This design comes from an exercise in tuning for small area on the open sky130 flow, not from production work. The RTL was checked by simulation tests, not by an equivalence proof against the original design. Power is estimated from default activity; no workload was simulated.

===== design/flow/design.v =====
module lane_rx (
    input  wire         clk,
    input  wire         rst,             
    input  wire         cdr_lock,        
    input  wire         rx_valid,
    input  wire [65:0]  rx_data,
    input  wire         descr_en,
    input  wire [15:0]  hunt_limit,      
    input  wire         match_en,
    input  wire         hdr_care,
    input  wire [1:0]   match_hdr,
    input  wire [63:0]  match_val,
    input  wire [63:0]  match_mask,
    input  wire [1:0]   prbs_sel,        
    input  wire [1:0]   start_mode,      
    input  wire [19:0]  cmp_count,       
    input  wire [63:0]  pmask,
    input  wire         burst,
    input  wire         cmp_event,
    output reg  [1:0]   lane_state,      
    output wire         block_lock,
    output reg          ev_lock,
    output reg          ev_lol,
    output reg          ev_hunt_slow,
    output reg          ev_match,
    output reg          ev_mismatch,
    output reg          ev_cmp_done,
    output reg          blk_valid,
    output reg  [1:0]   blk_hdr,
    output reg  [63:0]  blk_payload,
    output reg  [2:0]   cmp_result,
    output reg  [19:0]  blocks,
    output reg  [19:0]  block_errs,
    output reg  [23:0]  bit_errs,
    output reg  [19:0]  header_errs,
    output reg  [19:0]  first_err,
    output reg  [15:0]  lock_losses
);
    localparam [2:0] R_NOT_STARTED = 3'd0, R_PASS = 3'd1, R_FAIL = 3'd2,
                     R_LOST = 3'd3, R_INCOMPLETE = 3'd4;
    wire in_sync = lane_state[1];
    wire locked  = lane_state[1] & lane_state[0];
    wire hunting = lane_state[1] & ~lane_state[0];
    assign block_lock = locked;
    reg  [65:0] prev_word;       
    reg  [6:0]  offset;          
    reg         skip;
    reg  [5:0]  valid_cnt;       
    reg  [9:0]  hunt_lo;         
    reg  [15:0] hunt_hi;         
    reg  [63:0] hdr_window;      
    reg  [3:0]  bad_cnt;         
    reg  [57:0] descr_hist;      
    wire sync_on = cdr_lock & in_sync;
    wire examine = sync_on & rx_valid & ~skip;
    wire [131:0] win = {rx_data, prev_word};
    wire sa0 = ~offset[6] & ~offset[5] & ~offset[4];
    wire sa1 = ~offset[5] & offset[4];
    wire sa2 = offset[5] & ~offset[4];
    wire sa3 = offset[5] & offset[4];
    wire sa4 = offset[6];
    wire sb0 = ~offset[3] & ~offset[2], sb1 = ~offset[3] & offset[2];
    wire sb2 = offset[3] & ~offset[2],  sb3 = offset[3] & offset[2];
    wire sc0 = ~offset[1] & ~offset[0], sc1 = ~offset[1] & offset[0];
    wire sc2 = offset[1] & ~offset[0],  sc3 = offset[1] & offset[0];
    wire [80:0] sh_a;
    wire [68:0] sh_b;
    wire [65:0] cand;
    genvar gi;
    generate
        for (gi = 0; gi < 81; gi = gi + 1) begin : g_sa
            if (gi < 68) begin : g_m5
                assign sh_a[gi] = (sa0 & win[gi]) | (sa1 & win[gi + 16]) | (sa2 & win[gi + 32]) |
                                  (sa3 & win[gi + 48]) | (sa4 & win[gi + 64]);
            end else begin : g_m4
                assign sh_a[gi] = (sa0 & win[gi]) | (sa1 & win[gi + 16]) | (sa2 & win[gi + 32]) |
                                  (sa3 & win[gi + 48]);
            end
        end
        for (gi = 0; gi < 69; gi = gi + 1) begin : g_sb
            assign sh_b[gi] = (sb0 & sh_a[gi]) | (sb1 & sh_a[gi + 4]) | (sb2 & sh_a[gi + 8]) |
                              (sb3 & sh_a[gi + 12]);
        end
        for (gi = 0; gi < 66; gi = gi + 1) begin : g_sc
            assign cand[gi] = (sc0 & sh_b[gi]) | (sc1 & sh_b[gi + 1]) | (sc2 & sh_b[gi + 2]) |
                              (sc3 & sh_b[gi + 3]);
        end
    endgenerate
    wire [1:0]  hdr     = cand[1:0];
    wire [63:0] raw_pay = cand[65:2];
    wire        hdr_ok  = hdr[0] ^ hdr[1];
    wire [121:0] dext = {raw_pay, descr_hist};
    wire [63:0]  pay;
    generate
        for (gi = 0; gi < 64; gi = gi + 1) begin : g_descr
            assign pay[gi] = raw_pay[gi] ^ (descr_en & (dext[gi + 19] ^ dext[gi]));
        end
    endgenerate
    wire gain_lock = examine & hunting & hdr_ok & (&valid_cnt);
    wire lose_lock = examine & locked & ~hdr_ok & ~hdr_window[63] & (&bad_cnt);
    wire tested    = gain_lock | (examine & locked & ~lose_lock);
    wire leave_locked = locked & (lose_lock | ~cdr_lock);
    wire hunt_hit  = (&hunt_lo) & (hunt_hi == hunt_limit) & (|hunt_limit);
    wire hunt_step = examine & hunting;
    wire hunt_slow = hunt_step & hunt_hit & ~(hdr_ok & (&valid_cnt));
    wire match = match_en & tested &
                 ~(|((pay ^ match_val) & match_mask)) &
                 (~hdr_care | (hdr == match_hdr));
    always @(posedge clk) begin
        if (rst) begin
            lane_state   <= 2'b01;
            ev_lock      <= 1'b0;
            ev_lol       <= 1'b0;
            ev_hunt_slow <= 1'b0;
        end else begin
            ev_lock      <= gain_lock;
            ev_lol       <= lose_lock | (~cdr_lock & in_sync);
            ev_hunt_slow <= hunt_slow;
            lane_state[1] <= cdr_lock;
            lane_state[0] <= ~cdr_lock | (in_sync & (lane_state[0] ? ~lose_lock : gain_lock));
        end
    end
    always @(posedge clk) begin
        if (rx_valid) begin
            prev_word  <= rx_data;
            descr_hist <= raw_pay[63:6];
            hdr_window <= {hdr_window[62:0], ~hdr_ok};
        end
    end
    always @(posedge clk) begin
        if (!sync_on) begin
            offset    <= 7'd0;
            skip      <= 1'b1;
            valid_cnt <= 6'd0;
        end else if (rx_valid) begin
            if (skip) begin
                skip <= 1'b0;
            end else if (hunting) begin
                valid_cnt <= hdr_ok ? valid_cnt + 6'd1 : 6'd0;
                if (!hdr_ok) begin
                    if (offset[6] & offset[0]) begin
                        offset <= 7'd0;
                        skip   <= 1'b1;
                    end else begin
                        offset <= offset + 7'd1;
                    end
                end
            end
        end
    end
    always @(posedge clk) begin
        if (!(cdr_lock & hunting) || (hunt_step & hunt_hit)) begin
            hunt_lo <= 10'd0;
            hunt_hi <= 16'd1;
        end else if (hunt_step) begin
            hunt_lo <= hunt_lo + 10'd1;
            if (&hunt_lo)
                hunt_hi <= hunt_hi + 16'd1;
        end
    end
    always @(posedge clk) begin
        if (!locked)
            bad_cnt <= 4'd0;
        else if (rx_valid)
            bad_cnt <= bad_cnt + {3'd0, ~hdr_ok} - {3'd0, hdr_window[63]};
    end
    always @(posedge clk) begin
        blk_hdr     <= hdr;
        blk_payload <= pay;
        if (rst) begin
            blk_valid <= 1'b0;
            ev_match  <= 1'b0;
        end else begin
            blk_valid <= tested;
            ev_match  <= match;
        end
    end
    reg  [30:0] prbs_state;      
    reg  [94:0] prbs_ext;
    wire p7  = ~prbs_sel[1] & ~prbs_sel[0];
    wire p15 = ~prbs_sel[1] & prbs_sel[0];
    wire p31 = prbs_sel[1];
    integer q;
    always @(*) begin
        prbs_ext = 95'd0;
        prbs_ext[30:0] = prbs_state;
        for (q = 31; q < 95; q = q + 1)
            prbs_ext[q] = (p7  & (prbs_ext[q - 7]  ^ prbs_ext[q - 6])) |
                          (p15 & (prbs_ext[q - 15] ^ prbs_ext[q - 14])) |
                          (p31 & (prbs_ext[q - 31] ^ prbs_ext[q - 28]));
    end
    wire [63:0] expected = prbs_ext[94:31];
    reg burst_q;
    reg running;         
    reg finished;        
    reg anchored;
    reg event_seen;
    wire bstart  = burst & ~burst_q;
    wire fin_c   = finished & ~bstart;
    wire anch_c  = anchored & ~bstart;
    wire evs_c   = event_seen & ~bstart;
    wire clr_cnt = rst | bstart;
    wire start_ok = (start_mode == 2'd0) | ((start_mode == 2'd1) & anch_c) |
                    ((start_mode == 2'd2) & evs_c);
    wire do_cmp   = burst & running & tested;
    wire do_lost  = burst & running & leave_locked;
    wire do_start = burst & ~running & ~fin_c & locked & start_ok & tested;
    wire [63:0] err_bits = (pay ^ expected) & pmask & {64{do_cmp}};
    wire hdr_err  = do_cmp & (hdr != 2'b01);
    wire blk_err  = hdr_err | (|err_bits);
    wire no_errs  = ~(|block_errs);
    wire first_e  = blk_err & no_errs;
    wire fs1 = err_bits[0] ^ err_bits[1] ^ err_bits[2];
    wire fc2 = (err_bits[0] & err_bits[1]) | (err_bits[0] & err_bits[2]) | (err_bits[1] & err_bits[2]);
    wire fs3 = err_bits[3] ^ err_bits[4] ^ err_bits[5];
    wire fc4 = (err_bits[3] & err_bits[4]) | (err_bits[3] & err_bits[5]) | (err_bits[4] & err_bits[5]);
    wire fs5 = err_bits[6] ^ err_bits[7] ^ err_bits[8];
    wire fc6 = (err_bits[6] & err_bits[7]) | (err_bits[6] & err_bits[8]) | (err_bits[7] & err_bits[8]);
    wire fs7 = err_bits[9] ^ err_bits[10] ^ err_bits[11];
    wire fc8 = (err_bits[9] & err_bits[10]) | (err_bits[9] & err_bits[11]) | (err_bits[10] & err_bits[11]);
    wire fs9 = err_bits[12] ^ err_bits[13] ^ err_bits[14];
    wire fc10 = (err_bits[12] & err_bits[13]) | (err_bits[12] & err_bits[14]) | (err_bits[13] & err_bits[14]);
    wire fs11 = err_bits[15] ^ err_bits[16] ^ err_bits[17];
    wire fc12 = (err_bits[15] & err_bits[16]) | (err_bits[15] & err_bits[17]) | (err_bits[16] & err_bits[17]);
    wire fs13 = err_bits[18] ^ err_bits[19] ^ err_bits[20];
    wire fc14 = (err_bits[18] & err_bits[19]) | (err_bits[18] & err_bits[20]) | (err_bits[19] & err_bits[20]);
    wire fs15 = err_bits[21] ^ err_bits[22] ^ err_bits[23];
    wire fc16 = (err_bits[21] & err_bits[22]) | (err_bits[21] & err_bits[23]) | (err_bits[22] & err_bits[23]);
    wire fs17 = err_bits[24] ^ err_bits[25] ^ err_bits[26];
    wire fc18 = (err_bits[24] & err_bits[25]) | (err_bits[24] & err_bits[26]) | (err_bits[25] & err_bits[26]);
    wire fs19 = err_bits[27] ^ err_bits[28] ^ err_bits[29];
    wire fc20 = (err_bits[27] & err_bits[28]) | (err_bits[27] & err_bits[29]) | (err_bits[28] & err_bits[29]);
    wire fs21 = err_bits[30] ^ err_bits[31] ^ err_bits[32];
    wire fc22 = (err_bits[30] & err_bits[31]) | (err_bits[30] & err_bits[32]) | (err_bits[31] & err_bits[32]);
    wire fs23 = err_bits[33] ^ err_bits[34] ^ err_bits[35];
    wire fc24 = (err_bits[33] & err_bits[34]) | (err_bits[33] & err_bits[35]) | (err_bits[34] & err_bits[35]);
    wire fs25 = err_bits[36] ^ err_bits[37] ^ err_bits[38];
    wire fc26 = (err_bits[36] & err_bits[37]) | (err_bits[36] & err_bits[38]) | (err_bits[37] & err_bits[38]);
    wire fs27 = err_bits[39] ^ err_bits[40] ^ err_bits[41];
    wire fc28 = (err_bits[39] & err_bits[40]) | (err_bits[39] & err_bits[41]) | (err_bits[40] & err_bits[41]);
    wire fs29 = err_bits[42] ^ err_bits[43] ^ err_bits[44];
    wire fc30 = (err_bits[42] & err_bits[43]) | (err_bits[42] & err_bits[44]) | (err_bits[43] & err_bits[44]);
    wire fs31 = err_bits[45] ^ err_bits[46] ^ err_bits[47];
    wire fc32 = (err_bits[45] & err_bits[46]) | (err_bits[45] & err_bits[47]) | (err_bits[46] & err_bits[47]);
    wire fs33 = err_bits[48] ^ err_bits[49] ^ err_bits[50];
    wire fc34 = (err_bits[48] & err_bits[49]) | (err_bits[48] & err_bits[50]) | (err_bits[49] & err_bits[50]);
    wire fs35 = err_bits[51] ^ err_bits[52] ^ err_bits[53];
    wire fc36 = (err_bits[51] & err_bits[52]) | (err_bits[51] & err_bits[53]) | (err_bits[52] & err_bits[53]);
    wire fs37 = err_bits[54] ^ err_bits[55] ^ err_bits[56];
    wire fc38 = (err_bits[54] & err_bits[55]) | (err_bits[54] & err_bits[56]) | (err_bits[55] & err_bits[56]);
    wire fs39 = err_bits[57] ^ err_bits[58] ^ err_bits[59];
    wire fc40 = (err_bits[57] & err_bits[58]) | (err_bits[57] & err_bits[59]) | (err_bits[58] & err_bits[59]);
    wire fs41 = err_bits[60] ^ err_bits[61] ^ err_bits[62];
    wire fc42 = (err_bits[60] & err_bits[61]) | (err_bits[60] & err_bits[62]) | (err_bits[61] & err_bits[62]);
    wire fs43 = err_bits[63] ^ bit_errs[0] ^ fs1;
    wire fc44 = (err_bits[63] & bit_errs[0]) | (err_bits[63] & fs1) | (bit_errs[0] & fs1);
    wire fs45 = fs11 ^ fs13 ^ fs15;
    wire fc46 = (fs11 & fs13) | (fs11 & fs15) | (fs13 & fs15);
    wire fs47 = fs17 ^ fs19 ^ fs21;
    wire fc48 = (fs17 & fs19) | (fs17 & fs21) | (fs19 & fs21);
    wire fs49 = fs23 ^ fs25 ^ fs27;
    wire fc50 = (fs23 & fs25) | (fs23 & fs27) | (fs25 & fs27);
    wire fs51 = fs29 ^ fs3 ^ fs31;
    wire fc52 = (fs29 & fs3) | (fs29 & fs31) | (fs3 & fs31);
    wire fs53 = fs33 ^ fs35 ^ fs37;
    wire fc54 = (fs33 & fs35) | (fs33 & fs37) | (fs35 & fs37);
    wire fs55 = fs39 ^ fs41 ^ fs5;
    wire fc56 = (fs39 & fs41) | (fs39 & fs5) | (fs41 & fs5);
    wire fs57 = fs7 ^ fs9 ^ fs43;
    wire fc58 = (fs7 & fs9) | (fs7 & fs43) | (fs9 & fs43);
    wire fs59 = fs45 ^ fs47 ^ fs49;
    wire fc60 = (fs45 & fs47) | (fs45 & fs49) | (fs47 & fs49);
    wire fs61 = fs51 ^ fs53 ^ fs55;
    wire fc62 = (fs51 & fs53) | (fs51 & fs55) | (fs53 & fs55);
    wire fs63 = fs57 ^ fs59 ^ fs61;
    wire fc64 = (fs57 & fs59) | (fs57 & fs61) | (fs59 & fs61);
    wire fs65 = bit_errs[1] ^ fc2 ^ fc4;
    wire fc66 = (bit_errs[1] & fc2) | (bit_errs[1] & fc4) | (fc2 & fc4);
    wire fs67 = fc6 ^ fc8 ^ fc10;
    wire fc68 = (fc6 & fc8) | (fc6 & fc10) | (fc8 & fc10);
    wire fs69 = fc12 ^ fc14 ^ fc16;
    wire fc70 = (fc12 & fc14) | (fc12 & fc16) | (fc14 & fc16);
    wire fs71 = fc18 ^ fc20 ^ fc22;
    wire fc72 = (fc18 & fc20) | (fc18 & fc22) | (fc20 & fc22);
    wire fs73 = fc24 ^ fc26 ^ fc28;
    wire fc74 = (fc24 & fc26) | (fc24 & fc28) | (fc26 & fc28);
    wire fs75 = fc30 ^ fc32 ^ fc34;
    wire fc76 = (fc30 & fc32) | (fc30 & fc34) | (fc32 & fc34);
    wire fs77 = fc36 ^ fc38 ^ fc40;
    wire fc78 = (fc36 & fc38) | (fc36 & fc40) | (fc38 & fc40);
    wire fs79 = fc42 ^ fc44 ^ fc46;
    wire fc80 = (fc42 & fc44) | (fc42 & fc46) | (fc44 & fc46);
    wire fs81 = fc48 ^ fc50 ^ fc52;
    wire fc82 = (fc48 & fc50) | (fc48 & fc52) | (fc50 & fc52);
    wire fs83 = fc54 ^ fc56 ^ fs65;
    wire fc84 = (fc54 & fc56) | (fc54 & fs65) | (fc56 & fs65);
    wire fs85 = fs67 ^ fs69 ^ fs71;
    wire fc86 = (fs67 & fs69) | (fs67 & fs71) | (fs69 & fs71);
    wire fs87 = fs73 ^ fs75 ^ fs77;
    wire fc88 = (fs73 & fs75) | (fs73 & fs77) | (fs75 & fs77);
    wire fs89 = fc58 ^ fc60 ^ fc62;
    wire fc90 = (fc58 & fc60) | (fc58 & fc62) | (fc60 & fc62);
    wire fs91 = fs79 ^ fs81 ^ fs83;
    wire fc92 = (fs79 & fs81) | (fs79 & fs83) | (fs81 & fs83);
    wire fs93 = fs85 ^ fs87 ^ fc64;
    wire fc94 = (fs85 & fs87) | (fs85 & fc64) | (fs87 & fc64);
    wire fs95 = fs89 ^ fs91 ^ fs93;
    wire fc96 = (fs89 & fs91) | (fs89 & fs93) | (fs91 & fs93);
    wire fs97 = bit_errs[2] ^ fc66 ^ fc68;
    wire fc98 = (bit_errs[2] & fc66) | (bit_errs[2] & fc68) | (fc66 & fc68);
    wire fs99 = fc70 ^ fc72 ^ fc74;
    wire fc100 = (fc70 & fc72) | (fc70 & fc74) | (fc72 & fc74);
    wire fs101 = fc76 ^ fc78 ^ fc80;
    wire fc102 = (fc76 & fc78) | (fc76 & fc80) | (fc78 & fc80);
    wire fs103 = fc82 ^ fc84 ^ fc86;
    wire fc104 = (fc82 & fc84) | (fc82 & fc86) | (fc84 & fc86);
    wire fs105 = fc88 ^ fs97 ^ fs99;
    wire fc106 = (fc88 & fs97) | (fc88 & fs99) | (fs97 & fs99);
    wire fs107 = fc90 ^ fc92 ^ fs101;
    wire fc108 = (fc90 & fc92) | (fc90 & fs101) | (fc92 & fs101);
    wire fs109 = fs103 ^ fs105 ^ fc94;
    wire fc110 = (fs103 & fs105) | (fs103 & fc94) | (fs105 & fc94);
    wire fs111 = fs107 ^ fc96 ^ fs109;
    wire fc112 = (fs107 & fc96) | (fs107 & fs109) | (fc96 & fs109);
    wire fs113 = bit_errs[3] ^ fc98 ^ fc100;
    wire fc114 = (bit_errs[3] & fc98) | (bit_errs[3] & fc100) | (fc98 & fc100);
    wire fs115 = fc102 ^ fc104 ^ fc106;
    wire fc116 = (fc102 & fc104) | (fc102 & fc106) | (fc104 & fc106);
    wire fs117 = fs113 ^ fc108 ^ fs115;
    wire fc118 = (fs113 & fc108) | (fs113 & fs115) | (fc108 & fs115);
    wire fs119 = fc110 ^ fs117 ^ fc112;
    wire fc120 = (fc110 & fs117) | (fc110 & fc112) | (fs117 & fc112);
    wire fs121 = bit_errs[4] ^ fc114 ^ fc116;
    wire fc122 = (bit_errs[4] & fc114) | (bit_errs[4] & fc116) | (fc114 & fc116);
    wire fs123 = fc118 ^ fs121 ^ fc120;
    wire fc124 = (fc118 & fs121) | (fc118 & fc120) | (fs121 & fc120);
    wire fs125 = bit_errs[5] ^ fc122 ^ fc124;
    wire fc126 = (bit_errs[5] & fc122) | (bit_errs[5] & fc124) | (fc122 & fc124);
    wire hs127 = bit_errs[6] ^ fc126;
    wire hc128 = bit_errs[6] & fc126;
    wire [7:0] csum = {hc128, hs127, fs125, fs123, fs119, fs111, fs95, fs63};
    wire [16:0] be_hi_inc;
    wire [17:0] be_hi_c;
    assign be_hi_c[0] = 1'b1;
    generate
        for (gi = 0; gi < 17; gi = gi + 1) begin : g_behi
            assign be_hi_inc[gi]  = bit_errs[gi + 7] ^ be_hi_c[gi];
            assign be_hi_c[gi + 1] = bit_errs[gi + 7] & be_hi_c[gi];
        end
    endgenerate
    wire be_ovf = csum[7] & be_hi_c[17];
    wire [23:0] be_sum = be_ovf ? 24'hFFFFFF : {csum[7] ? be_hi_inc : bit_errs[23:7], csum[6:0]};
    wire [19:0] blocks_inc = blocks + 20'd1;
    wire [19:0] berr_inc   = block_errs + 20'd1;
    wire [19:0] herr_inc   = header_errs + 20'd1;
    wire [15:0] ll_inc     = lock_losses + 16'd1;
    wire blocks_sat = &blocks;
    wire berr_sat   = &block_errs;
    wire herr_sat   = &header_errs;
    wire ll_sat     = &lock_losses;
    wire [19:0] n_blocks = do_start ? 20'd1 : (do_cmp & ~blocks_sat) ? blocks_inc : blocks;
    wire end_count = burst & ~fin_c & ~do_lost & (running | do_start) &
                     (|cmp_count) & (n_blocks == cmp_count);
    wire end_burst = ~burst & burst_q & ~finished;
    wire any_errs  = (~no_errs & ~bstart) | blk_err;
    wire n_running  = burst & (running | do_start) & ~do_lost & ~end_count;
    wire n_finished = burst ? (fin_c | do_lost | end_count) : (finished | burst_q);
    always @(posedge clk) begin
        anchored   <= burst ? (anch_c | (~n_running & ~n_finished & match)) : anchored;
        event_seen <= burst ? (evs_c | cmp_event) : event_seen;
        finished   <= n_finished;
        if (tested)
            prbs_state <= running ? expected[63:33] : pay[63:33];
        if (rst) begin
            burst_q     <= 1'b0;
            running     <= 1'b0;
            cmp_result  <= R_NOT_STARTED;
            ev_cmp_done <= 1'b0;
            ev_mismatch <= 1'b0;
        end else begin
            burst_q     <= burst;
            running     <= n_running;
            ev_cmp_done <= do_lost | end_count | end_burst;
            ev_mismatch <= first_e;
            if (do_lost)
                cmp_result <= R_LOST;
            else if (end_count)
                cmp_result <= any_errs ? R_FAIL : R_PASS;
            else if (end_burst)
                cmp_result <= ~running ? R_NOT_STARTED :
                              (|cmp_count) ? R_INCOMPLETE :
                              ~no_errs ? R_FAIL : R_PASS;
        end
    end
    always @(posedge clk) begin
        if (clr_cnt) begin
            blocks      <= {19'd0, do_start & ~rst};
            block_errs  <= 20'd0;
            header_errs <= 20'd0;
            bit_errs    <= 24'd0;
            first_err   <= 20'hFFFFF;
        end else begin
            blocks <= n_blocks;
            if (blk_err & ~berr_sat)
                block_errs <= berr_inc;
            if (hdr_err & ~herr_sat)
                header_errs <= herr_inc;
            bit_errs <= be_sum;
            if (first_e)
                first_err <= blocks;
        end
        if (rst)
            lock_losses <= 16'd0;
        else if (bstart)
            lock_losses <= {15'd0, leave_locked};
        else if (burst & leave_locked & ~ll_sat)
            lock_losses <= ll_inc;
    end
endmodule

===== design/flow/flow/run.sh =====
#!/bin/bash
# Own layout flow: the standard ORFS flow (standard.sh) with three changes.
#  1. Synthesis is synth_recipe.tcl unchanged except that ABC maps the
#     combinational logic with flow/abc_area_nf.script (area-oriented &nf)
#     instead of ORFS's abc_area.script. Flip-flops are mapped before ABC, so
#     the registers, their names and cell types are the standard synthesis's.
#  2. Port buffers use the smallest buffer, sky130_fd_sc_hd__buf_1.
#  3. CTS inserts no dummy loads and builds the tree from clkbuf_8.
# Every tool's output goes to a log in this folder (make.log; ORFS's own
# per-step logs stay under orfs/logs).
set -euo pipefail
W=$PWD
sed "s#^source \$::env(SCRIPTS_DIR)/synth_preamble.tcl\$#&\nset abc_args [lreplace \$abc_args 1 1 $W/flow/abc_area_nf.script]#" \
    "$FLOW_HOME/scripts/synth.tcl" > "$W/own_synth_body.tcl"
grep -q "abc_area_nf.script" "$W/own_synth_body.tcl"
sed "s#^source \$::env(SCRIPTS_DIR)/synth.tcl\$#source $W/own_synth_body.tcl#" \
    "$W/synth_recipe.tcl" > "$W/own_synth.tcl"
grep -q "own_synth_body.tcl" "$W/own_synth.tcl"
sed "s#SYNTH_SCRIPT=[^ ]*#SYNTH_SCRIPT=$W/own_synth.tcl#" "$W/standard.sh" > "$W/own_standard.sh"
grep -q "SYNTH_SCRIPT=$W/own_synth.tcl" "$W/own_standard.sh"
export BUFFER_PORTS_ARGS="-buffer_cell sky130_fd_sc_hd__buf_1"
export CTS_ARGS="-sink_clustering_enable -repair_clock_nets -dont_use_dummy_load -buf_list {sky130_fd_sc_hd__clkbuf_8}"
bash "$W/own_standard.sh" > "$W/make.log" 2>&1

===== design/flow/flow/abc_area_nf.script =====
&get -n
&st
&dc2
&dch -f
&nf -a -F 5 -A 5
&put
topo

===== design/flow/standard.sh =====
#!/bin/bash
# synth_recipe.tcl (not shown) runs the flow's synth.tcl, then flattens the netlist and writes it again
# the make line also repeats each setting of config.mk as NAME=value (left out here)
make -C /OpenROAD-flow-scripts/flow DESIGN_CONFIG=/design/flow/config.mk WORK_HOME=/design/flow/orfs CLKGATE_MAP_FILE= SYNTH_SCRIPT=/design/flow/synth_recipe.tcl "${@:-finish}"

===== design/flow/config.mk =====
export PLATFORM = sky130hd
export DESIGN_NAME = lane_rx
export DESIGN_NICKNAME = lane_rx
export VERILOG_FILES = /design/flow/design.v
export SDC_FILE = /design/flow/constraint.sdc
export NUM_CORES = 4
export LEC_CHECK = 0
export CAP_MARGIN = 20
export CORE_MARGIN = 2
export CORE_UTILIZATION = 50
export SLEW_MARGIN = 20

===== design/flow/constraint.sdc =====
create_clock -name core_clock -period 18.0 [get_ports {clk}]
set_input_delay 3.6000 -clock core_clock [delete_from_list [all_inputs] [get_ports {clk}]]
set_output_delay 3.6000 -clock core_clock [all_outputs]
set_load 0.01 [all_outputs]

==> metrics.yaml, run 1 <==
cp_max_fo: 17
busiest_layer: "met2"
syn-mean-instance-area_sq_um: 9.82
timing.final.crit_share_pct: 92.2
cts_tree: "yes"
powerDensity_mw_per_mm2: 80.6
status: "complete, no violations"
worst_clock_skew_ns: 0.0987
syn2layout_area_growth_pct: 17.0
num_io_pins: 508
yosysTopAreaCell: "edfxtp_1"
num_vias: 27484
numCtsBuffers: 81
grt-ovfl-total: 0
crit_path_frequent_cell: "fa_1"
n_fill_cell: 4857
synth_cells: 2815
drc: 0
rsz0062_at_grt: "no"
ys_ff_latch: 466
crit_start: "prbs_sel[1]"
yosysUniqueCellTypes: 57
slowest_stage: "a222oi_1"
cts_sinks: 466
yosysTopAreaCellShare_pct: 24.0
initial_core_util_pct: 50.4
via_per_inst: 6.53
gp_congestion: 1.03
grt.met3_usage_pct: 7.58
p_clk_share_pct: 30.3
portBuffers: 507
wl_um: 112000
grt_max_degree: 93
timing.setup.tns_ns: 0
end_kind: "flop"
ant_nets: 0
rrSetupSlack_ns: 4.08
holdBufCountCts: 0
layout-drive-gt1-share_pct: 5.69
core_sq_mm: 0.0549
maxCapViolCount: 0
clk_pin_slew_worst_paths_ns: 0.06
period_minus_slack_ns: 16.59
rows: 86
synth_edf_count: 221
seq_power_share_pct: 46.2
use_met1_pct: 48.8
multiInputGateArea_sq_mm: 0.0155
arrival_ns: 17.09
worst_slew_pin_slew_ns: 1.19
crit_end: "bit_errs[19]$_SDFFE_PN0P_"
power_frac_comb_pct: 23.5
crit_cells: 48
die_h_um: 239
regToRegEndpoint: "bit_errs[19]$_SDFFE_PN0P_"
final_common_cell: "buf_1"
reg2reg_depth: 46
cts_buffer_depth: 3
final_max_slew_viol_count: 0
syn_nets: 3234
synth-main-ff-cell: "dfxtp_1"
track_usage_pct: 38.1
hp-class: "flop to flop"
synth.top_cells.by_area: "edfxtp_1 24%, dfxtp_1 18%, xor2_1 6.9%"
post-cts-setup-buffer-count: 0
p_sw_uw: 834
crit_type: "primary input to flop"
initialDrtViolationCount: 4068
grt_pass1_vias: 25749
sw_frac_of_total_pct: 32.0
startpoint_type: "primary input"
yosys_warnings: 1
netlist_area_sq_mm: 0.0276
fmax_mhz: 60.3
clock_latency_ns: 0.69
yosysSeqAreaShare_pct: 41.7
htreeDepth: 3
r2r_start: "prbs_state[17]$_DFFE_PN_"
grt_first_pass_wirelength_um: 163000
firstDrtPassIters: 17
slew_headroom_pct: 20.4
cts_resized: 0
synthArstFlopShare_pct: 0
cp_top_family: "compound AO/OA/AOI/OAI gates"
register_area_sq_mm: 0.0115
max_stage_delay_ns: 0.74
worstHoldPathCells: 0
setup_viol: 0
clockRootBuffer: "clkbuf_8"
p_total_mw: 2.61
routedWlPerCell_um: 26.7
use_met2_pct: 59.2
crit_buf_inv: 10
p_int_mw: 1.77
vdd_drop_max_mv: 0.0706
required_ns: 18.50
die-area_sq_mm: 0.0572
nets: 3918
p_leak_nw: 11.7
dpl.hpwl_um: 86400
antenna_found_initial: 13
hold_viol_final: 0
final_cell_mix: "504 x buf_1, 338 x nand2_1, 243 x dfxtp_1"
die_w_um: 239
-- layout make-up --
cell class | count | area share (%)
well taps | 704 | 2.72
repair buffers | 602 | 8.11
multi-input cells | 2175 | 48.0
flip-flops and latches | 466 | 35.7
clock buffers | 81 | 3.45
diodes | 11 | 0.0851
inverters | 173 | 2.01
-- kinds of logic (layout without fill, tap and decap cells) --
logic type	after synthesis	after routing	share of synthesized area, %
fa+ha+maj	110	110	6.72
buf+inv	174	856	2.38
flops	466	466	41.7
mux	18	18	0.697
xor+xnor	381	381	12.1
other cells	0	11	0
simple gates	834	834	14.1
compound gates	832	832	22.3
-- synth_stat cells, types with 5 or more instances --
master / count
nand2_1: 339
dfxtp_1: 245
edfxtp_1: 221
xor2_1: 217
clkinv_1: 173
a21oi_1: 168
xnor2_1: 164
a222oi_1: 154
nor2_1: 145
a22oi_1: 116
o21ai_0: 89
and3_1: 81
nand3_1: 71
fa_1: 64
nor3_1: 62
a221oi_1: 52
ha_1: 46
a21boi_0: 35
a31oi_1: 30
o211ai_1: 29
and2_0: 28
o22ai_1: 27
nand4_1: 24
nor4_1: 24
a211oi_1: 22
a211o_1: 17
nor2b_1: 17
o221a_1: 17
and4_1: 13
a221o_1: 11
a22o_1: 11
mux2_1: 10
nand2b_1: 9
mux2i_1: 8
a21o_1: 7
o21a_1: 7
a311oi_1: 6
a41oi_1: 6
or2_0: 6
o221ai_1: 5
-- how the worst min path moves through the flow --
stage | end | slack [ns] | start
floorplan | hdr_window[10]$_DFFE_PP_ | 0.40 | hdr_window[9]$_DFFE_PP_
global placement | hdr_window[59]$_DFFE_PP_ | 0.40 | hdr_window[58]$_DFFE_PP_
detailed placement | hdr_window[10]$_DFFE_PP_ | 0.40 | hdr_window[9]$_DFFE_PP_
CTS | hdr_window[62]$_DFFE_PP_ | 0.41 | hdr_window[61]$_DFFE_PP_
global route | hdr_window[24]$_DFFE_PP_ | 0.41 | hdr_window[23]$_DFFE_PP_
finish | hdr_window[52]$_DFFE_PP_ | 0.41 | hdr_window[51]$_DFFE_PP_
-- power by group through the flow --
stage	clock network, mW	registers, mW	logic (mW)
final	0.790	1.20	0.614
after detailed placement	0	1.22	0.590
after floorplan	0	1.23	0.300
after CTS	0.806	1.20	0.592
after global placement	0	1.22	0.589
after global routing	0.848	1.21	0.636
-- metal layers --
| layer | wire length [um] | up-vias |
|---|---|---|
| li1 | - | 12147 |
| met1 | 43400 | 13216 |
| met2 | 50500 | 1754 |
| met3 | 10800 | 365 |
| met4 | 7690 | 2 |
| met5 | 13 | - |
-- sequential cells by signal (all words and copies together), names as in the netlist, 6 cells and up --
| register | count |
|---|---|
| prbs_state | 31 |
| hunt_hi | 16 |
| first_err | 20 |
| descr_hist | 58 |
| hunt_lo | 10 |
| valid_cnt | 6 |
| header_errs | 20 |
| offset | 7 |
| block_errs | 20 |
| lock_losses | 16 |
| bit_errs | 24 |
| hdr_window | 64 |
| blk_payload | 64 |
| prev_word | 66 |
| blocks | 20 |
-- metrics by stage --
stage | hold WS (ns) | instance area [sq um] | worst slack (ns) | utilization [%] | cells
after floorplan | 0.400 | 27700 | 0.189 | - | 2815
after global placement | 0.401 | 31200 | 1.47 | 56.9 | 4120
after detailed placement | 0.405 | 31200 | 1.08 | 56.9 | 4120
after CTS | 0.410 | 32300 | 1.72 | 58.9 | 4201
after global routing | 0.408 | 32300 | 0.713 | 58.9 | 4206
final | 0.408 | 32400 | 1.41 | 59.0 | 4212
==> run 2: changes to the inputs <==
--- a/design/flow/flow/run.sh
+++ b/design/flow/flow/run.sh
@@ -19,5 +19,5 @@
 sed "s#SYNTH_SCRIPT=[^ ]*#SYNTH_SCRIPT=$W/own_synth.tcl#" "$W/standard.sh" > "$W/own_standard.sh"
 grep -q "SYNTH_SCRIPT=$W/own_synth.tcl" "$W/own_standard.sh"
 export BUFFER_PORTS_ARGS="-buffer_cell sky130_fd_sc_hd__buf_1"
-export CTS_ARGS="-sink_clustering_enable -repair_clock_nets -dont_use_dummy_load -buf_list {sky130_fd_sc_hd__clkbuf_8}"
+export CTS_ARGS="-sink_clustering_enable -repair_clock_nets -dont_use_dummy_load -buf_list {sky130_fd_sc_hd__clkbuf_8} -sink_clustering_size 16 -sink_clustering_max_diameter 50"
 bash "$W/own_standard.sh" > "$W/make.log" 2>&1
--- a/design/flow/config.mk
+++ b/design/flow/config.mk
@@ -8,4 +8,5 @@
 export CAP_MARGIN = 20
 export CORE_MARGIN = 2
 export CORE_UTILIZATION = 50
+export GPL_TIMING_DRIVEN = 0
 export SLEW_MARGIN = 20
==> metrics.yaml, run 2 <==
synth_top_family_by_area: "compound AO/OA/AOI/OAI gates"  # unchanged
hp-class: "flop to flop"  # unchanged
top_regs: "prev_word (66), blk_payload (64), hdr_window (64)"  # unchanged
worst_clock_skew_ns: 0.0937  # was 0.0987 ns
synth.top_cells.by_area: "edfxtp_1 24%, dfxtp_1 18%, xor2_1 6.9%"  # unchanged
synth_cells: 2815  # unchanged
sw_frac_of_total_pct: 32.6  # was 32.0%
drc: 0  # unchanged
netlist_area_sq_mm: 0.0276  # unchanged
crit_buf_inv: 10  # unchanged
yosysUniqueCellTypes: 57  # unchanged
worst_slew_pin_slew_ns: 1.20  # was 1.19 ns
hold_viol_final: 0  # unchanged
vdd_drop_max_mv: 0.0788  # was 0.0706 mV
portBuffers: 507  # unchanged
synth_mux_area_share_pct: 0.697  # unchanged
htreeDepth: 2  # was 3
cts_buffer_depth: 3  # unchanged
arrival_ns: 17.96  # was 17.09 ns
p_sw_uw: 784  # was 834 uW
rsz0062_at_grt: "no"  # unchanged
p_clk_share_pct: 25.1  # was 30.3%
whs_ns: 0.398  # was 0.408 ns
num_io_pins: 508  # unchanged
initialDrtViolationCount: 3797  # was 4068
initial_core_util_pct: 50.4  # unchanged
yosysSeqAreaShare_pct: 41.7  # unchanged
synth_edf_count: 221  # unchanged
status: "complete, no violations"  # unchanged
max_stage_delay_ns: 0.59  # was 0.74 ns
cp_top_family: "compound AO/OA/AOI/OAI gates"  # unchanged
crit_path_frequent_cell: "fa_1"  # unchanged
top_register: "prev_word"  # unchanged
grt_max_degree: 79  # was 93
dpl.hpwl_um: 80800  # was 86400 um
powerDensity_mw_per_mm2: 74.5  # was 80.6 mW/mm^2
synth_compound_area_share_pct: 22.3  # unchanged
cp_max_fo: 31  # was 17
synth_xor_area_share_pct: 12.1  # unchanged
fmax_mhz: 57.4  # was 60.3 MHz
cts_tree: "yes"  # unchanged
track_usage_pct: 35.4  # was 38.1%
nets: 3864  # was 3918
place_worst_setup_slack_ns: -2.28  # was 1.08 ns
grt-ovfl-total: 0  # unchanged
rows: 86  # unchanged
p_int_mw: 1.62  # was 1.77 mW
die-area_sq_mm: 0.0572  # unchanged
final_common_cell: "buf_1"  # unchanged
end_kind: "flop"  # unchanged
die_w_um: 239  # unchanged
clock_latency_ns: 0.68  # was 0.69 ns
layout-drive-gt1-share_pct: 5.20  # was 5.69%
die_h_um: 239  # unchanged
final_cell_mix: "504 x buf_1, 337 x nand2_1, 243 x dfxtp_1"  # was 504 x buf_1, 338 x nand2_1, 243 x dfxtp_1
yosys_warnings: 1  # unchanged
synthArstFlopShare_pct: 0  # unchanged
final_max_slew_viol_count: 0  # unchanged
ys_ff_latch: 466  # unchanged
yosysTopAreaCell: "edfxtp_1"  # unchanged
startpoint_type: "primary input"  # unchanged
yosysTopAreaCellShare_pct: 24.0  # unchanged
ys_top_cells_by_count: "339 x nand2_1, 245 x dfxtp_1, 221 x edfxtp_1, 217 x xor2_1, 173 x clkinv_1"  # unchanged
wl_um: 105000  # was 112000 um
core_sq_mm: 0.0549  # unchanged
clockRootBuffer: "clkbuf_8"  # unchanged
syn_nets: 3234  # unchanged
power_frac_comb_pct: 25.0  # was 23.5%
grt_pass1_vias: 24752  # was 25749
layout_setup_ws_ns: 0.568  # was 1.41 ns
holdBufCountCts: 0  # unchanged
timing.final.crit_share_pct: 96.8  # was 92.2%
routedWlPerCell_um: 25.3  # was 26.7 um
cts_sinks: 466  # unchanged
p_leak_nw: 11.5  # was 11.7 nW
required_ns: 18.53  # was 18.50 ns
synth_most_common_cell: "nand2_1"  # unchanged
period_minus_slack_ns: 17.43  # was 16.59 ns
maxCapViolCount: 0  # unchanged
grt_first_pass_wirelength_um: 153000  # was 163000 um
via_per_inst: 6.43  # was 6.53
gp_congestion: 1.03  # about the same
num_vias: 26706  # was 27484
syn2layout_area_growth_pct: 16.9  # was 17.0%
slew_headroom_pct: 19.7  # was 20.4%
syn-mean-instance-area_sq_um: 9.82  # unchanged
firstDrtPassIters: 13  # was 17
seq_power_share_pct: 49.9  # was 46.2%
slowest_stage: "a222oi_1"  # unchanged
numCtsBuffers: 51  # was 81
crit_type: "primary input to flop"  # unchanged
synthAdderAreaFrac_pct: 6.72  # unchanged
largest_reg_flops: 66  # unchanged
clk_pin_slew_worst_paths_ns: 0.09  # was 0.06 ns
antenna_found_initial: 6  # was 13
ant_nets: 0  # unchanged
synthSimpleGateAreaFrac_pct: 14.1  # unchanged
setup_viol: 0  # unchanged
synth-main-ff-cell: "dfxtp_1"  # unchanged
run 2: cell types whose count changed in the layout (fill, tap and decap cells not counted), moves of 6 or more:
cell      change
buf_4        -66
clkbuf_8     -30
buf_12       +19
buf_2        +15
a211oi_1      -8
o21ai_0       -7
diode_2       -6
o21ai_1       +6
run 2: stage by stage:
stage          utilization, %  TNS (ns)  power (mW)  cell area (sq um)  instances
2_1_floorplan               -         0        1.53              27700       2815
3_3_place_gp             55.5   -641.24        1.78              30400       4026
3_5_place_dp             57.2    -49.81        1.79              31400       4080
4_1_cts                  58.6         0        2.40              32200       4139
5_1_grt                  58.9         0        2.49              32300       4151
6_report                 58.9         0        2.41              32300       4152
run 2: worst paths after layout:
path              slack [ns]  cells after the start                   endpoint                startpoint
setup / recovery        0.57                     46  bit_errs[18]$_SDFFE_PN0P_               prbs_sel[1]
hold / removal          0.40                      0   hdr_window[21]$_DFFE_PP_  hdr_window[20]$_DFFE_PP_
setup reg to reg        3.53                     48  bit_errs[18]$_SDFFE_PN0P_  prbs_state[17]$_DFFE_PN_
hold reg to reg         0.40                      0   hdr_window[21]$_DFFE_PP_  hdr_window[20]$_DFFE_PP_
run 2: worst reg2reg max path, delay by kind of cell (launching register included):
family	cells	cell delay [ns]
buffers and inverters	10	1.13
flip-flops	1	0.52
AND/OR/NAND/NOR	4	1.27
adder cells (fa/ha/maj)	11	4.28
XOR/XNOR	11	1.98
AO/OA/AOI/OAI	12	5.21
run 2: cell families after synthesis:
| group | after synthesis |
|---|---|
| AND/OR/NAND/NOR | 834 |
| flip-flops | 466 |
| multiplexers | 18 |
| adder cells (fa/ha/maj) | 110 |
| AO/OA/AOI/OAI | 832 |
| buffers and inverters | 174 |
| XOR/XNOR | 381 |
run 2: power by group through the flow:
| stage | combinational, mW | clock, mW | sequential, mW |
|---|---|---|---|
| after floorplan | 0.300 | 0 | 1.23 |
| after global placement | 0.554 | 0 | 1.23 |
| after detailed placement | 0.567 | 0 | 1.22 |
| after CTS | 0.577 | 0.623 | 1.20 |
| after global routing | 0.629 | 0.658 | 1.21 |
| final | 0.601 | 0.604 | 1.20 |
run 2: per-layer routing:
metal	GRT usage [%]	share of wire (%)	vias up
li1	-	-	12034
met1	45.4	39	12872
met2	57.4	46	1525
met3	7.03	9.6	273
met4	17.4	5.3	2
met5	0	0.012	-
run 2: what timing repair did:
item	in CTS	in global routing
setup endpoints to repair	24	24
pin swaps	4	3
buffers inserted	8	8
gates cloned	0	0
gates resized for setup	12	9
run 2: layout make-up:
| cell class | count | area [sq um] |
|---|---|---|
| Inverter | 173 | 649 |
| Buffer | 1 | 7.51 |
| Fill cell | 4926 | 22600 |
| Timing Repair Buffer | 577 | 2760 |
| Tap cell | 704 | 881 |
| Multi-Input combinational cell | 2175 | 15800 |
| Antenna cell | 5 | 12.5 |
| Clock buffer | 51 | 702 |
| Sequential cell | 466 | 11500 |
==> run 3: changes to the inputs <==
--- a/design/flow/config.mk
+++ b/design/flow/config.mk
@@ -7,6 +7,5 @@
 export LEC_CHECK = 0
 export CAP_MARGIN = 20
 export CORE_MARGIN = 2
-export CORE_UTILIZATION = 50
-export GPL_TIMING_DRIVEN = 0
+export CORE_UTILIZATION = 45
 export SLEW_MARGIN = 20
==> metrics.yaml, run 3 <==
ys_top_cells_by_count: "339 x nand2_1, 245 x dfxtp_1, 221 x edfxtp_1, 217 x xor2_1, 173 x clkinv_1"  # unchanged
yosysUniqueCellTypes: 57  # unchanged
yosysTopAreaCellShare_pct: 24.0  # unchanged
p_total_mw: 2.44  # was 2.41 mW
hold_viol_final: 0  # unchanged
crit_type: "primary input to flop"  # unchanged
rsz0062_at_grt: "no"  # unchanged
die_h_um: 252  # was 239 um
gp_congestion: 0.946  # was 1.03
end_kind: "flop"  # unchanged
drc: 0  # unchanged
synth_edf_count: 221  # unchanged
grt_first_pass_wirelength_um: 161000  # was 153000 um
yosys_warnings: 1  # unchanged
via_per_inst: 6.28  # was 6.43
netlist_area_sq_mm: 0.0276  # unchanged
synthArstFlopShare_pct: 0  # unchanged
setup_viol: 0  # unchanged
die-area_sq_mm: 0.0634  # was 0.0572 sq mm
grt_pass1_vias: 24883  # was 24752
largest_reg_flops: 66  # unchanged
synth_cells: 2815  # unchanged
die_w_um: 252  # was 239 um
rows: 90  # was 86
grt_max_degree: 72  # was 79
initial_core_util_pct: 45.6  # was 50.4%
final_common_cell: "buf_1"  # unchanged
powerDensity_mw_per_mm2: 76.1  # was 74.5 mW/mm^2
worst_slew_pin_slew_ns: 1.22  # was 1.20 ns
nets: 3899  # was 3864
n_fill_cell: 5729  # was 4926
initialDrtViolationCount: 3871  # was 3797
timing.final.crit_share_pct: 94.8  # was 96.8%
routedWlPerCell_um: 26.1  # was 25.3 um
yosysTopAreaCell: "edfxtp_1"  # unchanged
crit_path_frequent_cell: "fa_1"  # unchanged
syn_nets: 3234  # unchanged
period_minus_slack_ns: 17.06  # was 17.43 ns
final_cell_mix: "504 x buf_1, 338 x nand2_1, 243 x dfxtp_1"  # was 504 x buf_1, 337 x nand2_1, 243 x dfxtp_1
holdBufCountCts: 0  # unchanged
slew_headroom_pct: 18.3  # was 19.7%
cts_sinks: 466  # unchanged
ant_nets: 0  # unchanged
required_ns: 18.53  # about the same
htreeDepth: 2  # unchanged
num_io_pins: 508  # unchanged
status: "complete, no violations"  # unchanged
cts_tree: "yes"  # unchanged
num_vias: 26785  # was 26706
clk_pin_slew_worst_paths_ns: 0.10  # was 0.09 ns
core_sq_mm: 0.0606  # was 0.0549 sq mm
synth_most_common_cell: "nand2_1"  # unchanged
slowest_stage: "o21ai_0"  # was a222oi_1
vdd_drop_max_mv: 0.0768  # was 0.0788 mV
maxCapViolCount: 0  # unchanged
numCtsBuffers: 54  # was 51
portBuffers: 507  # unchanged
fmax_mhz: 58.6  # was 57.4 MHz
p_leak_nw: 11.5  # about the same
startpoint_type: "primary input"  # unchanged
track_usage_pct: 33.8  # was 35.4%
top_regs: "prev_word (66), blk_payload (64), hdr_window (64)"  # unchanged
grt-ovfl-total: 0  # unchanged
synth-main-ff-cell: "dfxtp_1"  # unchanged
yosysSeqAreaShare_pct: 41.7  # unchanged
synth.top_cells.by_area: "edfxtp_1 24%, dfxtp_1 18%, xor2_1 6.9%"  # unchanged
clockRootBuffer: "clkbuf_8"  # unchanged
whs_ns: 0.382  # was 0.398 ns
max_stage_delay_ns: 0.62  # was 0.59 ns
cts_buffer_depth: 3  # unchanged
syn2layout_area_growth_pct: 16.2  # was 16.9%
syn-mean-instance-area_sq_um: 9.82  # unchanged
hp-class: "flop to flop"  # unchanged
arrival_ns: 17.59  # was 17.96 ns
layout-drive-gt1-share_pct: 5.20  # about the same
wl_um: 111000  # was 105000 um
worst_clock_skew_ns: 0.0968  # was 0.0937 ns
top_register: "prev_word"  # unchanged
final_max_slew_viol_count: 0  # unchanged
clock_latency_ns: 0.70  # was 0.68 ns
firstDrtPassIters: 17  # was 13
cp_max_fo: 23  # was 31
dpl.hpwl_um: 86600  # was 80800 um
antenna_found_initial: 7  # was 6
ys_ff_latch: 466  # unchanged
[run 3: cell types whose count changed in the layout (fill, tap and decap cells not counted), sizes merged]
cell / change
buf: +31
clkbuf: +5
clkdlybuf4s18: -1
[run 3: final cells by class]
type | count | area [sq um] | share of cell area (%)
Timing Repair Buffer | 610 | 2680 | 8.35
Inverter | 173 | 649 | 2.02
Clock buffer | 54 | 743 | 2.31
Tap cell | 782 | 978 | 3.05
Antenna cell | 5 | 12.5 | 0.0389
Multi-Input combinational cell | 2175 | 15500 | 48.3
Sequential cell | 466 | 11500 | 35.9
[run 3: cells by family (layout without fill, tap and decap cells)]
kind of cell	after synthesis	after routing	synth area share, %
DFF	466	466	41.7
adders and majority gates	110	110	6.72
buffers and inverters	174	837	2.38
AOI/OAI and AO/OA	832	832	22.3
and+or+nand+nor	834	834	14.1
other	0	5	0
xor gates and xnor gates	381	381	12.1
muxes	18	18	0.697
[run 3: final timing paths]
path	from	to	slack, ns	cells past startpoint
hold reg to reg	hdr_window[61]$_DFFE_PP_	hdr_window[62]$_DFFE_PP_	0.38	0
hold / removal	hdr_window[61]$_DFFE_PP_	hdr_window[62]$_DFFE_PP_	0.38	0
setup reg to reg	prbs_state[17]$_DFFE_PN_	bit_errs[12]$_SDFFE_PN0P_	3.51	45
setup / recovery	prbs_sel[1]	bit_errs[12]$_SDFFE_PN0P_	0.94	46
[run 3: through the flow]
step / setup TNS (ns) / util (%) / instance area, sq um / cells / worst slack (ns)
4_1_cts: 0 / 53.0 / 32100 / 4257 / 0.721
3_3_place_gp: 0 / 51.7 / 31300 / 4203 / 0.552
3_5_place_dp: -0.463 / 51.7 / 31300 / 4203 / -0.0358
2_1_floorplan: 0 / - / 27700 / 2815 / 0.189
5_1_grt: 0 / 53.0 / 32100 / 4262 / 0.0647
6_report: 0 / 53.0 / 32100 / 4265 / 0.945
[run 3: timing repair]
item	4_1_cts	5_1_grt
setup endpoints to repair	0	17
gates resized for setup	0	1
buffers inserted	0	3
[run 3: critical path: cells and delay by family]
kind                     cells  cell delay, ns
AO/OA/AOI/OAI               12            5.88
adder cells (fa/ha/maj)     11            4.22
XOR/XNOR                    11            1.97
AND/OR/NAND/NOR              4            1.03
buffers and inverters        8            0.85
[run 3: layer usage]
| layer | vias to the layer above | track usage [%] | part of all wire [%] | routed length [um] |
|---|---|---|---|---|
| li1 | 12102 | - | - | - |
| met1 | 12986 | 44.4 | 40 | 45000 |
| met2 | 1452 | 54.2 | 46 | 51300 |
| met3 | 243 | 5.79 | 8.4 | 9390 |
| met4 | 2 | 16.2 | 5.1 | 5730 |
| met5 | - | 0 | 0.0099 | 11 |
[run 3: power breakdown]
group	internal, mW	switching [mW]	total, mW	leakage [nW]
Clock	0.264	0.362	0.626	0.388
Sequential	1.17	0.0274	1.20	4.14
Combinational	0.209	0.408	0.617	6.99
Total	1.65	0.797	2.44	11.5
==> run 4: changes to the inputs <==
--- a/design/flow/flow/run.sh
+++ b/design/flow/flow/run.sh
@@ -6,6 +6,7 @@
 #     the registers, their names and cell types are the standard synthesis's.
 #  2. Port buffers use the smallest buffer, sky130_fd_sc_hd__buf_1.
 #  3. CTS inserts no dummy loads and builds the tree from clkbuf_8.
+#  4. Timing-driven global placement does not keep its resizer changes.
 # Every tool's output goes to a log in this folder (make.log; ORFS's own
 # per-step logs stay under orfs/logs).
 set -euo pipefail
@@ -20,4 +21,5 @@
 grep -q "SYNTH_SCRIPT=$W/own_synth.tcl" "$W/own_standard.sh"
 export BUFFER_PORTS_ARGS="-buffer_cell sky130_fd_sc_hd__buf_1"
 export CTS_ARGS="-sink_clustering_enable -repair_clock_nets -dont_use_dummy_load -buf_list {sky130_fd_sc_hd__clkbuf_8} -sink_clustering_size 16 -sink_clustering_max_diameter 50"
+export GPL_KEEP_OVERFLOW=0
 bash "$W/own_standard.sh" > "$W/make.log" 2>&1
==> metrics.yaml, run 4 <==
initialDrtViolationCount: 3467  # was 3871
syn_nets: 3234  # unchanged
top_register: "prev_word"  # unchanged
yosys_warnings: 1  # unchanged
dpl.hpwl_um: 88900  # was 86600 um
syn2layout_area_growth_pct: 17.0  # was 16.2%
grt_first_pass_wirelength_um: 163000  # was 161000 um
slowest_stage: "a222oi_1"  # was o21ai_0
synthArstFlopShare_pct: 0  # unchanged
track_usage_pct: 34.3  # was 33.8%
synth-main-ff-cell: "dfxtp_1"  # unchanged
top_regs: "prev_word (66), blk_payload (64), hdr_window (64)"  # unchanged
wl_um: 113000  # was 111000 um
p_leak_nw: 11.5  # about the same
timing.setup.tns_ns: 0  # unchanged
die_w_um: 252  # unchanged
final_cell_mix: "504 x buf_1, 338 x nand2_1, 243 x dfxtp_1"  # unchanged
end_kind: "flop"  # unchanged
yosysSeqAreaShare_pct: 41.7  # unchanged
synth_edf_count: 221  # unchanged
rsz0062_at_grt: "no"  # unchanged
ys_ff_latch: 466  # unchanged
drc: 0  # unchanged
netlist_area_sq_mm: 0.0276  # unchanged
syn-mean-instance-area_sq_um: 9.82  # unchanged
ys_top_cells_by_count: "339 x nand2_1, 245 x dfxtp_1, 221 x edfxtp_1, 217 x xor2_1, 173 x clkinv_1"  # unchanged
worst_slew_pin_slew_ns: 1.22  # about the same
sw_frac_of_total_pct: 32.8  # was 32.6%
grt-ovfl-total: 0  # unchanged
startpoint_type: "primary input"  # unchanged
layout-drive-gt1-share_pct: 4.75  # was 5.20%
largest_reg_flops: 66  # unchanged
crit_type: "primary input to flop"  # unchanged
worst_clock_skew_ns: 0.113  # was 0.0968 ns
core_sq_mm: 0.0606  # unchanged
crit_path_frequent_cell: "fa_1"  # unchanged
clk_pin_slew_worst_paths_ns: 0.08  # was 0.10 ns
cts_tree: "yes"  # unchanged
cts_sinks: 466  # unchanged
hold_viol_final: 0  # unchanged
p_sw_uw: 795  # was 797 uW
initial_core_util_pct: 45.6  # unchanged
hp-class: "flop to flop"  # unchanged
timing.final.crit_share_pct: 96.0  # was 94.8%
yosysTopAreaCell: "edfxtp_1"  # unchanged
clockRootBuffer: "clkbuf_8"  # unchanged
slew_headroom_pct: 18.3  # about the same
ant_nets: 0  # unchanged
seq_power_share_pct: 49.7  # was 49.2%
cp_top_family: "compound AO/OA/AOI/OAI gates"  # unchanged
die_h_um: 252  # unchanged
rows: 90  # unchanged
synth_most_common_cell: "nand2_1"  # unchanged
num_vias: 26724  # was 26785
routedWlPerCell_um: 26.7  # was 26.1 um
grt_max_degree: 77  # was 72
p_int_mw: 1.63  # was 1.65 mW
die-area_sq_mm: 0.0634  # unchanged
powerDensity_mw_per_mm2: 74.9  # was 76.1 mW/mm^2
max_stage_delay_ns: 0.68  # was 0.62 ns
nets: 3851  # was 3899
final_max_slew_viol_count: 0  # unchanged
yosysUniqueCellTypes: 57  # unchanged
p_clk_share_pct: 25.1  # was 25.6%
required_ns: 18.49  # was 18.53 ns
power_frac_comb_pct: 25.2  # about the same
htreeDepth: 2  # unchanged
firstDrtPassIters: 17  # unchanged
setup_viol: 0  # unchanged
holdBufCountCts: 0  # unchanged
maxCapViolCount: 0  # unchanged
num_io_pins: 508  # unchanged
status: "complete, no violations"  # unchanged
vdd_drop_max_mv: 0.0709  # was 0.0768 mV
yosysTopAreaCellShare_pct: 24.0  # unchanged
cts_buffer_depth: 3  # unchanged
clock_latency_ns: 0.70  # about the same
antenna_found_initial: 6  # was 7
synth.top_cells.by_area: "edfxtp_1 24%, dfxtp_1 18%, xor2_1 6.9%"  # unchanged
period_minus_slack_ns: 17.28  # was 17.06 ns
final_common_cell: "buf_1"  # unchanged
grt_pass1_vias: 24843  # was 24883
portBuffers: 507  # unchanged
cp_max_fo: 37  # was 23
gp_congestion: 0.970  # was 0.946
whs_ns: 0.403  # was 0.382 ns
via_per_inst: 6.34  # was 6.28
synth_cells: 2815  # unchanged
arrival_ns: 17.77  # was 17.59 ns
numCtsBuffers: 52  # was 54
fmax_mhz: 57.9  # was 58.6 MHz
crit_buf_inv: 11  # was 8
## run 4: cell counts after synthesis
No cell type changed its count.
## run 4: power groups by stage
| stage | Combinational, mW | Clock (mW) | Sequential, mW |
|---|---|---|---|
| after floorplan | 0.300 | 0 | 1.23 |
| after global placement | 0.571 | 0 | 1.23 |
| after detailed placement | 0.580 | 0 | 1.23 |
| after CTS | 0.591 | 0.625 | 1.20 |
| after global routing | 0.638 | 0.659 | 1.21 |
| final | 0.611 | 0.607 | 1.20 |
## run 4: what timing repair did
action	CTS	global route
pin swaps	3	1
resized for setup	14	10
setup buffers	6	4
endpoints found under the setup margin	24	24
## run 4: cells by family (layout without fill, tap and decap cells)
logic type      Yosys count  in the layout  share of synthesized area [%]
flops                   466            466                           41.7
xor+xnor                381            381                           12.1
buf+inv                 174            789                           2.38
mux                      18             18                          0.697
other cells               0              4                              0
fa+ha+maj               110            110                           6.72
compound gates          832            832                           22.3
simple gates            834            834                           14.1
## run 4: final timing paths
check	start	to	slack (ns)	cells past startpoint
setup reg to reg	prbs_state[17]$_DFFE_PN_	bit_errs[7]$_SDFFE_PN0P_	3.73	48
setup / recovery	prbs_sel[1]	bit_errs[7]$_SDFFE_PN0P_	0.72	50
hold / removal	hdr_window[46]$_DFFE_PP_	hdr_window[47]$_DFFE_PP_	0.40	0
hold reg to reg	hdr_window[46]$_DFFE_PP_	hdr_window[47]$_DFFE_PP_	0.40	0
## run 4: stage by stage
stage / power (mW) / cell area [sq um] / cells / setup WS [ns] / util, %
floorplan: 1.53 / 27700 / 2815 / 0.189 / -
global placement: 1.80 / 30500 / 4103 / -8.97 / 50.4
detailed placement: 1.81 / 31400 / 4150 / -2.65 / 51.9
CTS: 2.42 / 32300 / 4208 / 0.0573 / 53.2
global route: 2.50 / 32300 / 4214 / 0.0268 / 53.4
finish: 2.42 / 32300 / 4216 / 0.721 / 53.4
## run 4: routing by layer
layer  track usage, %  part of all wire, %
met4             16.7                  5.5
met5                0                    0
met2             54.9                   45
met1             45.8                   41
met3             5.02                  8.2
## run 4: area by class of cell
| class | count | area [sq um] |
|---|---|---|
| Antenna cell | 4 | 10.0 |
| Clock buffer | 52 | 716 |
| Fill cell | 5684 | 28200 |
| Inverter | 173 | 649 |
| Multi-Input combinational cell | 2175 | 15700 |
| Sequential cell | 466 | 11500 |
| Tap cell | 782 | 978 |
| Timing Repair Buffer | 564 | 2730 |
==> run 5: changes to the inputs <==
--- a/design/flow/flow/run.sh
+++ b/design/flow/flow/run.sh
@@ -5,8 +5,7 @@
 #     instead of ORFS's abc_area.script. Flip-flops are mapped before ABC, so
 #     the registers, their names and cell types are the standard synthesis's.
 #  2. Port buffers use the smallest buffer, sky130_fd_sc_hd__buf_1.
-#  3. CTS inserts no dummy loads and builds the tree from clkbuf_8.
-#  4. Timing-driven global placement does not keep its resizer changes.
+#  3. CTS inserts no dummy loads and uses clkbuf_8 with smaller sink clusters.
 # Every tool's output goes to a log in this folder (make.log; ORFS's own
 # per-step logs stay under orfs/logs).
 set -euo pipefail
@@ -20,6 +19,5 @@
 sed "s#SYNTH_SCRIPT=[^ ]*#SYNTH_SCRIPT=$W/own_synth.tcl#" "$W/standard.sh" > "$W/own_standard.sh"
 grep -q "SYNTH_SCRIPT=$W/own_synth.tcl" "$W/own_standard.sh"
 export BUFFER_PORTS_ARGS="-buffer_cell sky130_fd_sc_hd__buf_1"
-export CTS_ARGS="-sink_clustering_enable -repair_clock_nets -dont_use_dummy_load -buf_list {sky130_fd_sc_hd__clkbuf_8} -sink_clustering_size 16 -sink_clustering_max_diameter 50"
-export GPL_KEEP_OVERFLOW=0
+export CTS_ARGS="-sink_clustering_enable -repair_clock_nets -dont_use_dummy_load"
 bash "$W/own_standard.sh" > "$W/make.log" 2>&1
--- a/design/flow/config.mk
+++ b/design/flow/config.mk
@@ -7,5 +7,5 @@
 export LEC_CHECK = 0
 export CAP_MARGIN = 20
 export CORE_MARGIN = 2
-export CORE_UTILIZATION = 45
+export CORE_UTILIZATION = 65
 export SLEW_MARGIN = 20
==> metrics.yaml, run 5 <==
netlist_area_sq_mm: 0.0276  # unchanged
initialDrtViolationCount: 5744  # was 3467
antenna_found_initial: 12  # was 6
fin_area_sq_mm: 0.0321  # was 0.0323 sq mm
die_h_um: 210  # was 252 um
drc: 0  # unchanged
fmax_mhz: 58.7  # was 57.9 MHz
arrival_ns: 17.50  # was 17.77 ns
required_ns: 18.46  # was 18.49 ns
via_per_inst: 7.11  # was 6.34
firstDrtPassIters: 22  # was 17
synth_edf_count: 221  # unchanged
num_io_pins: 508  # unchanged
clock_latency_ns: 0.61  # was 0.70 ns
gp_congestion: 1.14  # was 0.970
powerDensity_mw_per_mm2: 83.4  # was 74.9 mW/mm^2
holdBufCountCts: 0  # unchanged
post-cts-setup-buffer-count: 0  # was 6
num_vias: 28398  # was 26724
synthArstFlopShare_pct: 0  # unchanged
whs_ns: 0.413  # was 0.403 ns
synth-main-ff-cell: "dfxtp_1"  # unchanged
slowest_stage: "a222oi_1"  # unchanged
p_total_mw: 2.68  # was 2.42 mW
cts_sinks: 466  # unchanged
cp_max_fo: 30  # was 37
place_worst_setup_slack_ns: 0.741  # was -2.65 ns
yosysTopAreaCellShare_pct: 24.0  # unchanged
hold_viol_final: 0  # unchanged
hp-class: "flop to flop"  # unchanged
power_frac_comb_pct: 23.0  # was 25.2%
dp_cells: 3943  # was 4150
cts_buffer_depth: 3  # unchanged
seq_power_share_pct: 45.0  # was 49.7%
period_minus_slack_ns: 17.04  # was 17.28 ns
yosysTopAreaCell: "edfxtp_1"  # unchanged
final_cell_mix: "504 x buf_1, 338 x nand2_1, 243 x dfxtp_1"  # unchanged
timing.setup.tns_ns: 0  # unchanged
synth_most_common_cell: "nand2_1"  # unchanged
clk_pin_slew_worst_paths_ns: 0.06  # was 0.08 ns
htreeDepth: 2  # unchanged
p_clk_share_pct: 32.0  # was 25.1%
yosysUniqueCellTypes: 57  # unchanged
timing.final.crit_share_pct: 94.7  # was 96.0%
worst_clock_skew_ns: 0.0523  # was 0.113 ns
die-area_sq_mm: 0.0442  # was 0.0634 sq mm
final_common_cell: "buf_1"  # unchanged
initial_core_util_pct: 65.9  # was 45.6%
end_kind: "flop"  # unchanged
sw_frac_of_total_pct: 31.3  # was 32.8%
syn_nets: 3234  # unchanged
synth.top_cells.by_area: "edfxtp_1 24%, dfxtp_1 18%, xor2_1 6.9%"  # unchanged
ant_nets: 0  # unchanged
grt_max_degree: 92  # was 77
dpl.hpwl_um: 79400  # was 88900 um
utilization_pct: 76.6  # was 53.4%
final_max_slew_viol_count: 0  # unchanged
wl_um: 108000  # was 113000 um
grt_pass1_vias: 26509  # was 24843
placed_area_sq_mm: 0.0309  # was 0.0314 sq mm
status: "complete, no violations"  # unchanged
core_sq_mm: 0.0419  # was 0.0606 sq mm
synth_cells: 2815  # unchanged
clockRootBuffer: "clkbuf_16"  # was clkbuf_8
crit_path_frequent_cell: "fa_1"  # unchanged
yosysSeqAreaShare_pct: 41.7  # unchanged
rsz0062_at_grt: "no"  # unchanged
top_register: "prev_word"  # unchanged
largest_reg_flops: 66  # unchanged
layoutNonFillerInstCount: 3996  # was 4216
p_int_mw: 1.84  # was 1.63 mW
crit_type: "primary input to flop"  # unchanged
startpoint_type: "primary input"  # unchanged
syn-mean-instance-area_sq_um: 9.82  # unchanged
yosys_warnings: 1  # unchanged
cts_tree: "yes"  # unchanged
maxCapViolCount: 0  # unchanged
grt_first_pass_wirelength_um: 159000  # was 163000 um
grt-ovfl-total: 0  # unchanged
p_sw_uw: 838  # was 795 uW
top_regs: "prev_word (66), blk_payload (64), hdr_window (64)"  # unchanged
numCtsBuffers: 48  # was 52
ys_top_cells_by_count: "339 x nand2_1, 245 x dfxtp_1, 221 x edfxtp_1, 217 x xor2_1, 173 x clkinv_1"  # unchanged
layout-drive-gt1-share_pct: 4.49  # was 4.75%
p_leak_nw: 11.6  # was 11.5 nW
track_usage_pct: 47.5  # was 34.3%
portBuffers: 507  # unchanged
die_w_um: 210  # was 252 um
layout_setup_ws_ns: 0.959  # was 0.721 ns
setup_viol: 0  # unchanged
worst_slew_pin_slew_ns: 1.25  # was 1.22 ns
routedWlPerCell_um: 27.0  # was 26.7 um
cts_resized: 0  # was 14
syn2layout_area_growth_pct: 16.2  # was 17.0%
rows: 75  # was 90
slew_headroom_pct: 15.8  # was 18.3%
ys_ff_latch: 466  # unchanged
max_stage_delay_ns: 0.74  # was 0.68 ns
nets: 3873  # was 3851
vdd_drop_max_mv: 0.0847  # was 0.0709 mV
[run 5: cell count changes in the layout (fill, tap and decap cells not counted), moves of 8 or more]
cell,delta
buf_4,+62
clkbuf_8,-52
clkbuf_16,+48
buf_12,-17
buf_2,-11
buf_16,-9
a221oi_1,+8
a221oi_2,-8
[run 5: per-layer routing]
metal  routed length (um)  up-vias  global-route usage, %
li1                     -    12065                      -
met1                37200    13394                   57.3
met2                47000     2349                   72.6
met3                14200      584                   13.8
met4                 9650        6                   34.8
met5                   37        -                      0
[run 5: area by class of cell]
class / instances / area [sq um]
Inverter: 173 / 649
Sequential cell: 466 / 11500
Antenna cell: 5 / 12.5
Multi-Input combinational cell: 2175 / 15500
Tap cell: 539 / 674
Clock buffer: 48 / 1200
Fill cell: 2813 / 9810
Timing Repair Buffer: 590 / 2540
[run 5: worst paths after layout]
check                                         startpoint                        end  slack (ns)  cells past startpoint
worst max-delay path                         prbs_sel[1]  bit_errs[12]$_SDFFE_PN0P_        0.96                     49
worst min-delay path            hdr_window[30]$_DFFE_PP_   hdr_window[31]$_DFFE_PP_        0.41                      0
worst max register to register  prbs_state[24]$_DFFE_PN_  bit_errs[12]$_SDFFE_PN0P_        3.60                     47
worst min register to register  hdr_window[30]$_DFFE_PP_   hdr_window[31]$_DFFE_PP_        0.41                      0
[run 5: kinds of logic after synthesis]
group | share of synthesized area, %
DFF | 41.7
AOI/OAI and AO/OA | 22.3
muxes | 0.697
and+or+nand+nor | 14.1
xor gates and xnor gates | 12.1
adders and majority gates | 6.72
buffers and inverters | 2.38
[run 5: critical path, delay by kind of cell]
kind                       cells  cell delay, ns
buffers and inverters         11            1.53
adders and majority gates     11            4.43
and+or+nand+nor                3            1.06
AOI/OAI and AO/OA             13            5.16
xor gates and xnor gates      11            1.65
[run 5: power groups by stage]
stage          sequential [mW]  clock [mW]  combinational (mW)
4_1_cts                   1.20       0.857               0.579
2_1_floorplan             1.23           0               0.300
5_1_grt                   1.21       0.893               0.630
3_3_place_gp              1.22           0               0.568
6_report                  1.21       0.859               0.616
3_5_place_dp              1.23           0               0.575

==> port drivers added, routing unchanged <==
No port has a modelled driver above. Below, the same layouts with a new extraction and two added sets of constraints. Step 1 (the two cells are an assumption about what drives the block):
set clk [get_ports {clk}]
set_driving_cell -lib_cell sky130_fd_sc_hd__clkbuf_16 $clk
set_driving_cell -lib_cell sky130_fd_sc_hd__buf_2 [delete_from_list [all_inputs] $clk]
Step 2, shift: input delay + t, output delay - t, t = (earliest + latest rising clock arrival at the registers) / 2. This alone moves slack from input paths to output paths. Three values: ideal ports, drivers, drivers and shift; two values: the first two.
| run | t, ns | slack for setup (ns) | clock arrival spread, ns | slew at the worst register clock pin (ns) | worst slew at a driven data input, ns |
|---|---|---|---|---|---|
| run 1 | 0.704 | 1.413 / 1.415 / 0.712 | 0.099 / 0.099 | 0.07 / 0.07 | 0.14 |
| run 2 | 0.695 | 0.568 / 0.541 / -0.154 | 0.094 / 0.094 | 0.10 / 0.10 | 0.09 |
| run 3 | 0.716 | 0.945 / 0.982 / 0.266 | 0.097 / 0.096 | 0.10 / 0.10 | 0.13 |
| run 4 | 0.706 | 0.721 / 0.732 / 0.027 | 0.114 / 0.113 | 0.10 / 0.10 | 0.13 |
| run 5 | 0.651 | 0.959 / 0.876 / 0.226 | 0.057 / 0.057 | 0.07 / 0.07 | 0.14 |
Met with ideal ports but missed after step 2: setup timing in run 2. The setup slack of run 5, which loses most, moves by -0.083 ns with the drivers and by -0.733 ns with both steps.
